What follows belongs to an exercise in optimizing a design on an open flow for small area; a production flow would make more cautious choices.
RTL that was checked went through simulation tests only; none was proved equivalent to the original.

==> inputs of run a <==
==> flow/design.v <==
module dec_stage (
    input  wire        clk,
    input  wire        clr,       
    input  wire [3:0]  m,         
    input  wire [3:0]  ph,        
    input  wire        take,      
    input  wire [31:0] x_in,      
    input  wire [35:0] sum_in,    
    output reg  [35:0] s,         
    output reg         z,         
    output reg  [31:0] x,         
    output reg         ev         
);
    reg [479:0] ring;             
    reg [3:0]   wp;               
    reg         full;             
    reg         pend;             
    wire        upd  = pend && (ph == wp);
    wire [31:0] tap  = ring[479:448];
    wire        last = (wp == m - 4'd1);
    always @(posedge clk)
        ring <= {ring[447:0], upd ? x : tap};
    always @(posedge clk)
        if (take)
            x <= x_in;
        else if (upd)
            x <= full ? tap : 32'd0;
    always @(posedge clk) begin
        if (clr) begin
            z    <= 1'b1;
            wp   <= 4'd0;
            full <= 1'b0;
            pend <= 1'b0;
            ev   <= 1'b0;
        end else if (upd) begin
            wp   <= last ? 4'd0 : wp + 4'd1;
            full <= full | last;
            pend <= 1'b0;
            ev   <= 1'b1;
        end
        if (take && m != 4'd0) begin
            s    <= sum_in;
            z    <= 1'b0;
            pend <= 1'b1;
            ev   <= 1'b0;
        end
    end
endmodule
module dec_chain (
    input  wire        clk,
    input  wire        rst,
    input  wire        in_valid,
    input  wire        in_first,       
    input  wire        in_clear,       
    input  wire [31:0] in_data,
    input  wire [31:0] cfg_st01,       
    input  wire [31:0] cfg_st23,       
    input  wire [95:0] cfg_gcorr,      
    input  wire        cfg_hold_zero,
    output reg         out_valid,
    output wire [31:0] out_data,
    output wire        out_settled,
    output wire        out_sat
);
    wire ld = in_valid && in_clear;
    wire [3:0] c_m0 = cfg_st01[3:0]   - 4'd1;
    wire [3:0] c_m1 = cfg_st01[19:16] - 4'd1;
    wire [3:0] c_m2 = cfg_st23[3:0]   - 4'd1;
    wire [3:0] c_m3 = cfg_st23[19:16] - 4'd1;
    wire [3:0] c_lq0 = {1'b0, cfg_st01[14:12]};
    wire [3:0] c_lq1 = c_lq0 + {1'b0, cfg_st01[30:28]};
    wire [3:0] c_lq2 = c_lq1 + {1'b0, cfg_st23[14:12]};
    wire [3:0] c_lq3 = c_lq2 + {1'b0, cfg_st23[30:28]};
    reg [3:0]  m0, m1, m2, m3;           
    reg [3:0]  lq0, lq1, lq2, lq3;       
    reg [23:0] g0, g1, g2, g3;           
    reg        hold_zero;
    always @(posedge clk) begin
        if (rst) begin
            m0 <= 4'd0; m1 <= 4'd0; m2 <= 4'd0; m3 <= 4'd0;
            lq0 <= 4'd0; lq1 <= 4'd0; lq2 <= 4'd0; lq3 <= 4'd0;
            hold_zero <= 1'b0;
        end else if (ld) begin
            m0 <= c_m0; m1 <= c_m1; m2 <= c_m2; m3 <= c_m3;
            lq0 <= c_lq0; lq1 <= c_lq1; lq2 <= c_lq2; lq3 <= c_lq3;
            hold_zero <= cfg_hold_zero;
        end
        if (ld) begin
            g0 <= cfg_gcorr[23:0];
            g1 <= cfg_gcorr[47:24];
            g2 <= cfg_gcorr[71:48];
            g3 <= cfg_gcorr[95:72];
        end
    end
    reg       active;
    reg [3:0] k;
    reg       clr_d;        
    always @(posedge clk) begin
        if (rst) begin
            active <= 1'b0;
            clr_d  <= 1'b0;
        end else if (in_valid) begin
            active <= 1'b1;
            k      <= 4'd1;
            clr_d  <= in_clear;
        end else if (active) begin
            k <= k + 4'd1;
            if (k == 4'd15)
                active <= 1'b0;
        end
    end
    wire [3:0] step = in_valid ? 4'd0 : k;
    wire [1:0] sj   = step[3:2];           
    wire [1:0] sub  = step[1:0];           
    wire       run  = in_valid || active;
    wire       first = (sub == 2'd0);
    reg [7:0]  pos;
    reg [13:0] left;        
    reg [3:0] sp_m, sp_lq;
    always @(*) begin
        case (sub)
            2'd1:    begin sp_m = m1; sp_lq = lq0; end
            2'd2:    begin sp_m = m2; sp_lq = lq1; end
            default: begin sp_m = m3; sp_lq = lq2; end
        endcase
    end
    wire [13:0] sp_add = {10'd0, sp_m} << sp_lq;
    always @(posedge clk) begin
        if (rst) begin
            left <= 14'd0;
        end else if (in_valid) begin
            pos  <= in_first ? 8'd0 : pos + 8'd1;
            left <= in_clear ? {10'd0, c_m0} : (left == 14'd0) ? 14'd0 : left - 14'd1;
        end else if (active && clr_d && sj == 2'd0) begin
            left <= left + sp_add;
        end
    end
    wire settled = (left == 14'd0);
    function keep_at(input [7:0] ps, input [3:0] lq);
        keep_at = &(ps | (8'hFF << lq));
    endfunction
    wire [3:0] m0_e = ld ? c_m0 : m0;     
    reg [3:0]  m_j, lq_p;
    reg [23:0] g_j;
    reg [35:0] s_j;
    reg [31:0] x_j;
    wire [35:0] s0, s1, s2, s3;
    wire [31:0] x0, x1, x2, x3;
    wire        e0, e1, e2, e3;
    wire        z0, z1, z2, z3;
    always @(*) begin
        case (sj)
            2'd0: begin m_j = m0_e; g_j = g0; s_j = (ld || z0) ? 36'd0 : s0; x_j = (e0 && !ld) ? x0 : 32'd0; lq_p = 4'd0; end
            2'd1: begin m_j = m1; g_j = g1; s_j = z1 ? 36'd0 : s1; x_j = e1 ? x1 : 32'd0; lq_p = lq0; end
            2'd2: begin m_j = m2; g_j = g2; s_j = z2 ? 36'd0 : s2; x_j = e2 ? x2 : 32'd0; lq_p = lq1; end
            default: begin m_j = m3; g_j = g3; s_j = z3 ? 36'd0 : s3; x_j = e3 ? x3 : 32'd0; lq_p = lq2; end
        endcase
    end
    wire kp = keep_at(pos, lq_p);          
    wire k3 = keep_at(pos, lq3);           
    reg  [35:0] acc;        
    reg         st;         
    reg  [35:0] sumr;       
    wire [31:0] xin   = in_valid ? in_data : acc[31:0];
    wire        satin = !in_valid && acc[32];
    wire [35:0] sum    = s_j + {{4{xin[31]}}, xin} - {{4{x_j[31]}}, x_j};
    wire [2:0]  c      = m_j[3] ? 3'd4 : m_j[2] ? 3'd3 : m_j[1] ? 3'd2 : m_j[0] ? 3'd1 : 3'd0;
    wire [35:0] sum_sc = sum << (3'd4 - c);
    wire [35:0] mcand  = first ? sum_sc : sumr;
    wire        pw2 = ((m_j & (m_j + 4'd1)) == 4'd0);
    reg  [5:0]  gd;
    always @(*) begin
        case (sub)
            2'd0:    gd = ld ? cfg_gcorr[5:0] : g_j[5:0];
            2'd1:    gd = g_j[11:6];
            2'd2:    gd = g_j[17:12];
            default: gd = g_j[23:18];
        endcase
    end
    wire [5:0] dig = pw2 ? ((sub == 2'd3) ? 6'b100000 : 6'd0) : gd;
    wire signed [41:0] y = $signed(mcand) * $signed({1'b0, dig})
                         + $signed(first ? 36'd0 : acc);
    wire        stk   = st | (|y[7:0]);
    wire [32:0] trunc = y[41:9];
    wire        up    = y[8] & (stk | y[9]);
    wire [33:0] r     = {trunc[32], trunc} + {33'd0, up};
    wire        povf  = !r[33] & (r[32] | r[31]);
    wire        novf  = r[33] & !(r[32] & r[31]);
    wire        sat   = povf | novf;
    wire [31:0] xres  = povf ? 32'h7FFF_FFFF : novf ? 32'h8000_0000 : r[31:0];
    always @(posedge clk) begin
        if (sub == 2'd3)
            acc <= {3'd0, sat, xres};
        else
            acc <= y[41:6];
        st <= (st & !first) | (|y[5:0]);
        if (first)
            sumr <= sum_sc;
    end
    wire clr = rst || ld;
    wire tk0 = in_valid && !rst;
    wire tk1 = active && first && (sj == 2'd1) && kp;
    wire tk2 = active && first && (sj == 2'd2) && kp;
    wire tk3 = active && first && (sj == 2'd3) && kp;
    reg [3:0] ph;
    always @(posedge clk)
        if (rst || ph == 4'd14) ph <= 4'd0;
        else                    ph <= ph + 4'd1;
    dec_stage u_st0 (.clk(clk), .clr(clr), .m(m0_e),.ph(ph), .take(tk0), .x_in(xin), .sum_in(sum), .s(s0), .z(z0), .x(x0), .ev(e0));
    dec_stage u_st1 (.clk(clk), .clr(clr), .m(m1),  .ph(ph), .take(tk1), .x_in(xin), .sum_in(sum), .s(s1), .z(z1), .x(x1), .ev(e1));
    dec_stage u_st2 (.clk(clk), .clr(clr), .m(m2),  .ph(ph), .take(tk2), .x_in(xin), .sum_in(sum), .s(s2), .z(z2), .x(x2), .ev(e2));
    dec_stage u_st3 (.clk(clk), .clr(clr), .m(m3),  .ph(ph), .take(tk3), .x_in(xin), .sum_in(sum), .s(s3), .z(z3), .x(x3), .ev(e3));
    reg sticky;
    always @(posedge clk) begin
        if (clr)
            sticky <= 1'b0;
        else if (active && first && kp && satin)
            sticky <= 1'b1;
        else if (out_valid && sat)
            sticky <= 1'b1;
    end
    always @(posedge clk) begin
        if (rst) out_valid <= 1'b0;
        else     out_valid <= active && (k == 4'd14) && k3;
    end
    assign out_data    = (hold_zero && !settled) ? 32'd0 : xres;
    assign out_settled = settled;
    assign out_sat     = sticky | sat;
endmodule
==> flow/run.sh <==
#!/bin/bash
# synth_recipe.tcl (not shown) runs the flow's synth.tcl, then flattens the netlist and writes it again
# the make line also repeats each setting of config.mk as NAME=value (left out here)
make -C /OpenROAD-flow-scripts/flow DESIGN_CONFIG=/design/flow/config.mk WORK_HOME=/design/flow/orfs CLKGATE_MAP_FILE= SYNTH_SCRIPT=/design/flow/synth_recipe.tcl finish
==> flow/config.mk <==
export PLATFORM = sky130hd
export DESIGN_NAME = dec_chain
export DESIGN_NICKNAME = dec_chain
export VERILOG_FILES = /design/flow/design.v
export SDC_FILE = /design/flow/constraint.sdc
export NUM_CORES = 4
export LEC_CHECK = 0
export CAP_MARGIN = 20
export CORE_MARGIN = 2
export CORE_UTILIZATION = 40
export CTS_BUF_LIST = sky130_fd_sc_hd__clkbuf_8
export SLEW_MARGIN = 20
==> flow/constraint.sdc <==
create_clock -name core_clock -period 20.0 [get_ports {clk}]
set_input_delay 4.0000 -clock core_clock [delete_from_list [all_inputs] [get_ports {clk}]]
set_output_delay 4.0000 -clock core_clock [all_outputs]
set_load 0.01 [all_outputs]
==> run b (differences from run a) <==
--- a/flow/design.v
+++ b/flow/design.v
@@ -25,5 +25,5 @@
             x <= x_in;
         else if (upd)
-            x <= full ? tap : 32'd0;
+            x <= tap;
     always @(posedge clk) begin
         if (clr) begin
@@ -37,10 +37,10 @@
             full <= full | last;
             pend <= 1'b0;
-            ev   <= 1'b1;
-        end
-        if (take && m != 4'd0) begin
-            s    <= sum_in;
-            z    <= 1'b0;
-            pend <= 1'b1;
+            ev   <= full;
+        end
+        if (take) begin
+            s    <= sum_in;           
+            z    <= (m == 4'd0);
+            pend <= (m != 4'd0);
             ev   <= 1'b0;
         end
@@ -93,25 +93,21 @@
         end
     end
-    reg       active;
     reg [3:0] k;
     reg       clr_d;        
     always @(posedge clk) begin
         if (rst) begin
-            active <= 1'b0;
-            clr_d  <= 1'b0;
-        end else if (in_valid) begin
-            active <= 1'b1;
-            k      <= 4'd1;
-            clr_d  <= in_clear;
-        end else if (active) begin
-            k <= k + 4'd1;
-            if (k == 4'd15)
-                active <= 1'b0;
-        end
-    end
-    wire [3:0] step = in_valid ? 4'd0 : k;
-    wire [1:0] sj   = step[3:2];           
-    wire [1:0] sub  = step[1:0];           
-    wire       run  = in_valid || active;
+            k     <= 4'd0;
+            clr_d <= 1'b0;
+        end else begin
+            if (in_valid || k != 4'd0)
+                k <= k + 4'd1;
+            if (in_valid)
+                clr_d <= in_clear;
+        end
+    end
+    wire       active = (k != 4'd0);       
+    wire       ldx    = !active && in_clear;    
+    wire [1:0] sj   = k[3:2];              
+    wire [1:0] sub  = k[1:0];              
     wire       first = (sub == 2'd0);
     reg [7:0]  pos;
@@ -140,8 +136,9 @@
         keep_at = &(ps | (8'hFF << lq));
     endfunction
-    wire [3:0] m0_e = ld ? c_m0 : m0;     
+    wire [3:0] m0_e = ldx ? c_m0 : m0;     
     reg [3:0]  m_j, lq_p;
     reg [23:0] g_j;
-    reg [35:0] s_j;
+    reg [35:0] s_j;        
+    reg        z_j;
     reg [31:0] x_j;
     wire [35:0] s0, s1, s2, s3;
@@ -151,26 +148,36 @@
     always @(*) begin
         case (sj)
-            2'd0: begin m_j = m0_e; g_j = g0; s_j = (ld || z0) ? 36'd0 : s0; x_j = (e0 && !ld) ? x0 : 32'd0; lq_p = 4'd0; end
-            2'd1: begin m_j = m1; g_j = g1; s_j = z1 ? 36'd0 : s1; x_j = e1 ? x1 : 32'd0; lq_p = lq0; end
-            2'd2: begin m_j = m2; g_j = g2; s_j = z2 ? 36'd0 : s2; x_j = e2 ? x2 : 32'd0; lq_p = lq1; end
-            default: begin m_j = m3; g_j = g3; s_j = z3 ? 36'd0 : s3; x_j = e3 ? x3 : 32'd0; lq_p = lq2; end
+            2'd0: begin m_j = m0_e; g_j = g0; s_j = s0; z_j = z0; x_j = e0 ? x0 : 32'd0; lq_p = 4'd0; end
+            2'd1: begin m_j = m1; g_j = g1; s_j = s1; z_j = z1; x_j = e1 ? x1 : 32'd0; lq_p = lq0; end
+            2'd2: begin m_j = m2; g_j = g2; s_j = s2; z_j = z2; x_j = e2 ? x2 : 32'd0; lq_p = lq1; end
+            default: begin m_j = m3; g_j = g3; s_j = s3; z_j = z3; x_j = e3 ? x3 : 32'd0; lq_p = lq2; end
         endcase
     end
     wire kp = keep_at(pos, lq_p);          
     wire k3 = keep_at(pos, lq3);           
+    function [83:0] csa(input [41:0] a, input [41:0] b, input [41:0] c);
+        csa = {((a & b) | (a & c) | (b & c)) << 1, a ^ b ^ c};
+    endfunction
     reg  [35:0] acc;        
     reg         st;         
-    reg  [35:0] sumr;       
-    wire [31:0] xin   = in_valid ? in_data : acc[31:0];
-    wire        satin = !in_valid && acc[32];
-    wire [35:0] sum    = s_j + {{4{xin[31]}}, xin} - {{4{x_j[31]}}, x_j};
+    wire [31:0] xin   = active ? acc[31:0] : in_data;
+    wire        satin = active && acc[32];
+    wire [35:0] sa = z_j ? 36'd0 : s_j;
+    wire [35:0] sb = {{4{xin[31]}}, xin};
+    wire [35:0] sc = ~{{4{x_j[31]}}, x_j};
+    wire [35:0] sum_h  = (sa ^ sb ^ sc) + {(sa[34:0] & sb[34:0]) | (sa[34:0] & sc[34:0]) | (sb[34:0] & sc[34:0]), 1'b1};
+    wire [35:0] sum    = ldx ? {{4{in_data[31]}}, in_data} : sum_h;
     wire [2:0]  c      = m_j[3] ? 3'd4 : m_j[2] ? 3'd3 : m_j[1] ? 3'd2 : m_j[0] ? 3'd1 : 3'd0;
-    wire [35:0] sum_sc = sum << (3'd4 - c);
-    wire [35:0] mcand  = first ? sum_sc : sumr;
+    wire [35:0] msrc   = first ? sum : s_j;
+    wire [35:0] mcand  = ({36{c == 3'd4}} & msrc)
+                       | ({36{c == 3'd3}} & {msrc[34:0], 1'b0})
+                       | ({36{c == 3'd2}} & {msrc[33:0], 2'b0})
+                       | ({36{c == 3'd1}} & {msrc[32:0], 3'b0})
+                       | ({36{c == 3'd0}} & {msrc[31:0], 4'b0});
     wire        pw2 = ((m_j & (m_j + 4'd1)) == 4'd0);
     reg  [5:0]  gd;
     always @(*) begin
         case (sub)
-            2'd0:    gd = ld ? cfg_gcorr[5:0] : g_j[5:0];
+            2'd0:    gd = ldx ? cfg_gcorr[5:0] : g_j[5:0];
             2'd1:    gd = g_j[11:6];
             2'd2:    gd = g_j[17:12];
@@ -179,14 +186,25 @@
     end
     wire [5:0] dig = pw2 ? ((sub == 2'd3) ? 6'b100000 : 6'd0) : gd;
-    wire signed [41:0] y = $signed(mcand) * $signed({1'b0, dig})
-                         + $signed(first ? 36'd0 : acc);
-    wire        stk   = st | (|y[7:0]);
+    wire [35:0] addend = first ? 36'h000_400_0000 : acc;
+    wire [41:0] r0 = {6'd0, ~(mcand[35] & dig[0]), mcand[34:0] & {35{dig[0]}}};
+    wire [41:0] r1 = {5'd0, ~(mcand[35] & dig[1]), mcand[34:0] & {35{dig[1]}}, 1'd0};
+    wire [41:0] r2 = {4'd0, ~(mcand[35] & dig[2]), mcand[34:0] & {35{dig[2]}}, 2'd0};
+    wire [41:0] r3 = {3'd0, ~(mcand[35] & dig[3]), mcand[34:0] & {35{dig[3]}}, 3'd0};
+    wire [41:0] r4 = {2'd0, ~(mcand[35] & dig[4]), mcand[34:0] & {35{dig[4]}}, 4'd0};
+    wire [41:0] r5 = {1'd0, ~(mcand[35] & dig[5]), mcand[34:0] & {35{dig[5]}}, 5'd0};
+    wire [41:0] r6 = {6'b100000, ~addend[35], addend[34:0]};     
+    wire [83:0] l1a = csa(r0, r1, r2);
+    wire [83:0] l1b = csa(r3, r4, r5);
+    wire [83:0] l2a = csa(l1a[41:0], l1a[83:42], l1b[41:0]);
+    wire [83:0] l2b = csa(l1b[83:42], r6, l2a[41:0]);
+    wire [83:0] l3a = csa(l2a[83:42], l2b[41:0], l2b[83:42]);
+    wire [41:0] y = l3a[41:0] + l3a[83:42];
+    wire        tie   = !(st | (|y[8:0]));
     wire [32:0] trunc = y[41:9];
-    wire        up    = y[8] & (stk | y[9]);
-    wire [33:0] r     = {trunc[32], trunc} + {33'd0, up};
-    wire        povf  = !r[33] & (r[32] | r[31]);
-    wire        novf  = r[33] & !(r[32] & r[31]);
+    wire [31:0] r     = {trunc[31:1], trunc[0] & !tie};
+    wire        povf  = !trunc[32] & trunc[31];
+    wire        novf  = trunc[32] & !trunc[31];
     wire        sat   = povf | novf;
-    wire [31:0] xres  = povf ? 32'h7FFF_FFFF : novf ? 32'h8000_0000 : r[31:0];
+    wire [31:0] xres  = povf ? 32'h7FFF_FFFF : novf ? 32'h8000_0000 : r;
     always @(posedge clk) begin
         if (sub == 2'd3)
@@ -195,6 +213,4 @@
             acc <= y[41:6];
         st <= (st & !first) | (|y[5:0]);
-        if (first)
-            sumr <= sum_sc;
     end
     wire clr = rst || ld;
==> flow/flow/run.sh (new file) <==
#!/bin/bash
# Standard layout, with smaller port buffers and no dummy loads in the clock tree.
set -euo pipefail
cd "$(dirname "$0")/.."
bash standard.sh \
  "CTS_ARGS=-sink_clustering_enable -repair_clock_nets -dont_use_dummy_load -sink_clustering_size 25 -sink_clustering_max_diameter 60" \
  "BUFFER_PORTS_ARGS=-buffer_cell sky130_fd_sc_hd__buf_1" \
  finish > flow.log 2>&1
==> flow/standard.sh (new file) <==
#!/bin/bash
# synth_recipe.tcl (not shown) runs the flow's synth.tcl, then flattens the netlist and writes it again
# the make line also repeats each setting of config.mk as NAME=value (left out here)
make -C /OpenROAD-flow-scripts/flow DESIGN_CONFIG=/design/flow/config.mk WORK_HOME=/design/flow/orfs CLKGATE_MAP_FILE= SYNTH_SCRIPT=/design/flow/synth_recipe.tcl "${@:-finish}"
--- a/flow/config.mk
+++ b/flow/config.mk
@@ -8,5 +8,6 @@
 export CAP_MARGIN = 20
 export CORE_MARGIN = 2
-export CORE_UTILIZATION = 40
-export CTS_BUF_LIST = sky130_fd_sc_hd__clkbuf_8
+export CORE_UTILIZATION = 60
+export CTS_CLUSTER_DIAMETER = 60
+export CTS_CLUSTER_SIZE = 25
 export SLEW_MARGIN = 20
removed: flow/run.sh
==> run c (differences from run a) <==
--- a/flow/design.v
+++ b/flow/design.v
@@ -39,8 +39,8 @@
             ev   <= 1'b1;
         end
-        if (take && m != 4'd0) begin
-            s    <= sum_in;
-            z    <= 1'b0;
-            pend <= 1'b1;
+        if (take) begin
+            s    <= sum_in;           
+            z    <= (m == 4'd0);
+            pend <= (m != 4'd0);
             ev   <= 1'b0;
         end
@@ -93,25 +93,20 @@
         end
     end
-    reg       active;
     reg [3:0] k;
     reg       clr_d;        
     always @(posedge clk) begin
         if (rst) begin
-            active <= 1'b0;
-            clr_d  <= 1'b0;
-        end else if (in_valid) begin
-            active <= 1'b1;
-            k      <= 4'd1;
-            clr_d  <= in_clear;
-        end else if (active) begin
-            k <= k + 4'd1;
-            if (k == 4'd15)
-                active <= 1'b0;
-        end
-    end
-    wire [3:0] step = in_valid ? 4'd0 : k;
-    wire [1:0] sj   = step[3:2];           
-    wire [1:0] sub  = step[1:0];           
-    wire       run  = in_valid || active;
+            k     <= 4'd0;
+            clr_d <= 1'b0;
+        end else begin
+            if (in_valid || k != 4'd0)
+                k <= k + 4'd1;
+            if (in_valid)
+                clr_d <= in_clear;
+        end
+    end
+    wire       active = (k != 4'd0);       
+    wire [1:0] sj   = k[3:2];              
+    wire [1:0] sub  = k[1:0];              
     wire       first = (sub == 2'd0);
     reg [7:0]  pos;
@@ -143,5 +138,6 @@
     reg [3:0]  m_j, lq_p;
     reg [23:0] g_j;
-    reg [35:0] s_j;
+    reg [35:0] s_j;        
+    reg        z_j;
     reg [31:0] x_j;
     wire [35:0] s0, s1, s2, s3;
@@ -151,8 +147,8 @@
     always @(*) begin
         case (sj)
-            2'd0: begin m_j = m0_e; g_j = g0; s_j = (ld || z0) ? 36'd0 : s0; x_j = (e0 && !ld) ? x0 : 32'd0; lq_p = 4'd0; end
-            2'd1: begin m_j = m1; g_j = g1; s_j = z1 ? 36'd0 : s1; x_j = e1 ? x1 : 32'd0; lq_p = lq0; end
-            2'd2: begin m_j = m2; g_j = g2; s_j = z2 ? 36'd0 : s2; x_j = e2 ? x2 : 32'd0; lq_p = lq1; end
-            default: begin m_j = m3; g_j = g3; s_j = z3 ? 36'd0 : s3; x_j = e3 ? x3 : 32'd0; lq_p = lq2; end
+            2'd0: begin m_j = m0_e; g_j = g0; s_j = s0; z_j = ld || z0; x_j = (e0 && !ld) ? x0 : 32'd0; lq_p = 4'd0; end
+            2'd1: begin m_j = m1; g_j = g1; s_j = s1; z_j = z1; x_j = e1 ? x1 : 32'd0; lq_p = lq0; end
+            2'd2: begin m_j = m2; g_j = g2; s_j = s2; z_j = z2; x_j = e2 ? x2 : 32'd0; lq_p = lq1; end
+            default: begin m_j = m3; g_j = g3; s_j = s3; z_j = z3; x_j = e3 ? x3 : 32'd0; lq_p = lq2; end
         endcase
     end
@@ -161,11 +157,9 @@
     reg  [35:0] acc;        
     reg         st;         
-    reg  [35:0] sumr;       
     wire [31:0] xin   = in_valid ? in_data : acc[31:0];
     wire        satin = !in_valid && acc[32];
-    wire [35:0] sum    = s_j + {{4{xin[31]}}, xin} - {{4{x_j[31]}}, x_j};
+    wire [35:0] sum    = (z_j ? 36'd0 : s_j) + {{4{xin[31]}}, xin} - {{4{x_j[31]}}, x_j};
     wire [2:0]  c      = m_j[3] ? 3'd4 : m_j[2] ? 3'd3 : m_j[1] ? 3'd2 : m_j[0] ? 3'd1 : 3'd0;
-    wire [35:0] sum_sc = sum << (3'd4 - c);
-    wire [35:0] mcand  = first ? sum_sc : sumr;
+    wire [35:0] mcand  = (first ? sum : s_j) << (3'd4 - c);
     wire        pw2 = ((m_j & (m_j + 4'd1)) == 4'd0);
     reg  [5:0]  gd;
@@ -180,13 +174,12 @@
     wire [5:0] dig = pw2 ? ((sub == 2'd3) ? 6'b100000 : 6'd0) : gd;
     wire signed [41:0] y = $signed(mcand) * $signed({1'b0, dig})
-                         + $signed(first ? 36'd0 : acc);
-    wire        stk   = st | (|y[7:0]);
+                         + $signed(first ? 36'h000_400_0000 : acc);
+    wire        tie   = !(st | (|y[8:0]));
     wire [32:0] trunc = y[41:9];
-    wire        up    = y[8] & (stk | y[9]);
-    wire [33:0] r     = {trunc[32], trunc} + {33'd0, up};
-    wire        povf  = !r[33] & (r[32] | r[31]);
-    wire        novf  = r[33] & !(r[32] & r[31]);
+    wire [31:0] r     = {trunc[31:1], trunc[0] & !tie};
+    wire        povf  = !trunc[32] & trunc[31];
+    wire        novf  = trunc[32] & !trunc[31];
     wire        sat   = povf | novf;
-    wire [31:0] xres  = povf ? 32'h7FFF_FFFF : novf ? 32'h8000_0000 : r[31:0];
+    wire [31:0] xres  = povf ? 32'h7FFF_FFFF : novf ? 32'h8000_0000 : r;
     always @(posedge clk) begin
         if (sub == 2'd3)
@@ -195,6 +188,4 @@
             acc <= y[41:6];
         st <= (st & !first) | (|y[5:0]);
-        if (first)
-            sumr <= sum_sc;
     end
     wire clr = rst || ld;
==> qor summary <==
item                                                                                    run c           run a           run b
Result of the run                                                              finished clean  finished clean  finished clean
Number of nets in the finished design                                                    7049            7326            6460
Clock latency on the worst-skew pair                                                  1.04 ns         1.06 ns         0.79 ns
Final non-filler cell total                                                              9370            9639            7574
Basic-gate share of the synthesized area counting and, or, nand and nor cells           7.06%           7.57%           7.48%
Endpoint of the worst setup timing path                                           out_data[1]     out_data[0]    out_data[30]
Filler Cells Inserted                                                                   17500           17400            9624
Routed metal-1 wire length                                                           87300 µm        83400 µm        75200 µm
Number of CTS-inserted buffers                                                            373             371             137
WP data arrival                                                                      15.53 ns        15.64 ns        15.22 ns
Utilization after layout                                                                46.9%           47.6%           65.2%
Layout cell share with drive strength beyond 1                                          14.2%           15.7%           8.16%
Clock period minus worst slack                                                       19.53 ns        19.64 ns        19.22 ns
Count of buffers not belonging to the clock network in the layout                         337             491             258
Maximum fanout encountered on the critical timing path                                     24              35              14
Share of the final layout cell area in multi-input gates                                26.0%           25.7%           26.8%
For run a and run c, only the layout was checked, not whether the RTL still works.

==> what the ideal ports hide <==
The flow's constraints put no driver on any port. The routed layouts listed below were extracted and timed again, unchanged, in two steps.
Step 1 sets driving cells, clkbuf_16 on the clock port and buf_2 on the other inputs (assumed; they add their load-dependent delay and slew).
Step 2 times the ports against the registers' clock, not the clock port: input delays grow and output delays shrink by t, the midpoint of the rising clock arrivals with the driver on.
a / b / c = ideal ports / drivers / drivers and shift; a / b = the first two.
run	t, ns	setup WS [ns]	hold WS [ns]	latest minus earliest clock arrival (ns)	cell pins on the clock port's net
run a	1.087	0.362 / 0.294 / 0.294	0.284 / 0.284 / 0.284	0.121 / 0.120	1
run b	0.815	0.785 / 0.765 / 0.765	0.264 / 0.264 / 0.264	0.115 / 0.114	1
run c	1.078	0.470 / 0.447 / 0.447	0.285 / 0.285 / 0.285	0.106 / 0.107	1
After both steps setup and hold are still met in every run listed. For run a, which loses most, drivers alone change the setup slack by -0.068 ns; drivers and shift together by -0.068 ns.
